This is an optimization exercise on Yosys and OpenROAD, whose aim is small area, not a production implementation. The RTL was checked by simulation tests, not by an equivalence proof against the original design. No activity file was given, so power comes from the tool's default toggle rates.

P:
## enc_channel
module enc_channel (
    input  wire        clk,
    input  wire        rst,             
    input  wire        a_in,            
    input  wire        b_in,
    input  wire        z_in,
    input  wire        a_low,           
    input  wire        b_low,
    input  wire        z_low,
    input  wire        en,              
    input  wire [1:0]  cfg_decode,      
    input  wire        cfg_invert,
    input  wire        cfg_z_en,
    input  wire        cfg_z_pol,
    input  wire        cfg_idx_check,
    input  wire        cfg_line_det,
    input  wire [7:0]  cfg_idx_tol,
    input  wire [4:0]  filt_a,          
    input  wire [4:0]  filt_b,
    input  wire [4:0]  filt_z,
    input  wire [24:0] rev_count,       
    input  wire [23:0] idx_exp,         
    input  wire [5:0]  flt_clr,         
    input  wire        cnt_clr,         
    output reg  [23:0] pos,             
    output reg  [31:0] rev,             
    output reg  [31:0] raw,             
    output reg  [31:0] qerr,            
    output reg  [23:0] idx_cap,         
    output reg  [31:0] idx_cnt,         
    output reg  [63:0] edge_till,       
    output reg  [31:0] edge_dt,         
    output reg  [5:0]  flt,             
    output reg         untrusted,       
    output reg         dir,
    output reg         hyst,
    output reg         ev_qburst,       
    output reg  [1:0]  ev_index,        
    output wire [2:0]  ev_line          
);
    localparam [17:0] WINDOW_M1 = 18'd199999;    
    integer i;
    reg  [63:0] till;
    wire [63:0] till_inc;
    enc_incdec #(.W(64), .B(16)) u_till (.a(till), .ci(1'b1), .dn(1'b0), .s(till_inc), .co());
    always @(posedge clk) begin
        if (rst) till <= 64'd0;
        else     till <= till_inc;
    end
    reg en_q;
    always @(posedge clk) begin
        if (rst) en_q <= 1'b0;
        else     en_q <= en;
    end
    wire start  = en && !en_q;         
    wire active = en && en_q;          
    wire clr    = rst || start;
    wire line_run = en && cfg_line_det;
  ...
Settings: LEC_CHECK=0, ABC_AREA=1, CAP_MARGIN=20, CORE_MARGIN=2, CORE_UTILIZATION=70, SLEW_MARGIN=20; clock period 13.0 ns.
standard.sh (not shown) runs the stock make flow with config.mk's settings and CLKGATE_MAP_FILE= SYNTH_SCRIPT=/design/flow/synth_recipe.tcl, a recipe that flattens the netlist after the stock synthesis.
==> flow/flow/run.sh <==
#!/bin/bash
# The standard layout, with buf_1 port buffers and a clock tree of
# clkbuf_16 leaves without dummy loads. Each step's log is in orfs/logs/.
set -euo pipefail
export BUFFER_PORTS_ARGS="-buffer_cell sky130_fd_sc_hd__buf_1"
export CTS_ARGS="-sink_clustering_enable -repair_clock_nets -dont_use_dummy_load -buf_list sky130_fd_sc_hd__clkbuf_16 -sink_clustering_size 30 -sink_clustering_max_diameter 100"
bash standard.sh > standard.log 2>&1
P completed every stage of the flow, and the final layout passed the timing, DRC and antenna checks.
diff inputs: P => Q
Settings: a change of CORE_UTILIZATION from 70 to 55; a deleted ABC_AREA that had been 1.
==> flow/flow/run.sh <==
#!/bin/bash
# The standard layout, with buf_1 port buffers and a clock tree of
# clkbuf_8 leaves without dummy loads. Each step's log is in orfs/logs/.
set -euo pipefail
export BUFFER_PORTS_ARGS="-buffer_cell sky130_fd_sc_hd__buf_1"
export CTS_ARGS="-sink_clustering_enable -repair_clock_nets -dont_use_dummy_load -buf_list sky130_fd_sc_hd__clkbuf_8 -sink_clustering_size 16 -sink_clustering_max_diameter 80"
bash standard.sh > standard.log 2>&1
### Flow results
- The average instance area after synthesis in Q sits about 14% above the value recorded for P.
- | share of power burned in the clock network | higher: Q |
- Q completed every stage of the flow, and the final layout passed the timing, DRC and antenna checks.
- Cell area | Q vs P | Q larger
- Taking P as the reference point, the initial antenna violation count of Q falls by 6.
--- input diff Q..R ---
Settings: ABC_AREA: unset -> 1; CORE_UTILIZATION: 55 -> 70; SLEW_MARGIN: 20 -> 0; CAP_MARGIN: 20 -> 0.
[summary]
R vs. Q: sequential power higher; area fraction in and, or, nand and nor cells after synthesis higher; smallest setup slack after layout higher; sequential share of layout area higher; layout overhead on the synthesized area lower.
Diff Q -> R: total length of routed met3 wires has decreased, logic gate share of total power has increased.
Q → R: met2 routed wirelength went up by about 3%, clock buffer count in the final layout decreased 3, part of the total power dissipated in the clock network went down.

---

Starting RTL as in the previous note.
clock: 13.0 ns
lec_check: 0
cap_margin: 20
core_margin: 2
core_utilization: 70
slew_margin: 20
==> flow/flow/run.sh <==
#!/bin/bash
# The standard layout, with buf_1 port buffers and a clock tree of
# clkbuf_8 leaves without dummy loads. Each step's log is in orfs/logs/.
set -euo pipefail
export BUFFER_PORTS_ARGS="-buffer_cell sky130_fd_sc_hd__buf_1"
export CTS_ARGS="-sink_clustering_enable -repair_clock_nets -dont_use_dummy_load -buf_list sky130_fd_sc_hd__clkbuf_8 -sink_clustering_size 16 -sink_clustering_max_diameter 80"
bash standard.sh > standard.log 2>&1
The starting point produced a clean layout.
Change:
==> flow/flow/run.sh (replaced) <==
#!/bin/bash
# The standard layout, with buf_1 port buffers. Each step's log is in
# orfs/logs/.
set -euo pipefail
export BUFFER_PORTS_ARGS="-buffer_cell sky130_fd_sc_hd__buf_1"
bash standard.sh > standard.log 2>&1
- CORE_UTILIZATION: 70 -> 55
Outcome: The changed run completed with no timing, DRC or antenna violations. Synthesized area is unchanged. Worst hold slack degrades by 0.012 ns. Critical path depth stays the same. Total power came out higher by 26%. Design area came out higher by 5.2%. Final cell count came out higher by 5.2%.

separate check: timing with driven ports:
How much do the figures lean on ideal ports? The routed layouts below were timed once more, with nothing changed but the port constraints.
Step 1, drivers: a clkbuf_16 drives clk and a buf_2 each remaining input, both assumed.
Step 2 moves the port delays by t, midway between the first and last clock arrival at a register: inputs arrive t later, outputs are due t later. That takes back most of the time a late clock gives input paths.
Slacks: no drivers / after step 1 / after step 2; pairs: no drivers / after step 1.
run | t (ns) | setup WS [ns] | worst register clock-pin slew, ns
P | 0.613 | 1.526 / 1.558 / 0.945 | 0.11 / 0.11
Q | 0.659 | 0.618 / 0.658 / -0.002 | 0.10 / 0.10
R | 0.676 | 1.624 / 1.656 / 0.980 | 0.11 / 0.11
the first run of note 2 | 0.683 | 0.607 / 0.636 / -0.048 | 0.11 / 0.11
the second run of note 2 | 0.673 | 0.656 / 0.692 / 0.019 | 0.07 / 0.07
Met with ideal ports but missed after step 2: setup timing in Q and the first run of note 2. The setup slack of the first run of note 2, which loses most, moves by +0.029 ns with the drivers and by -0.655 ns with both steps.
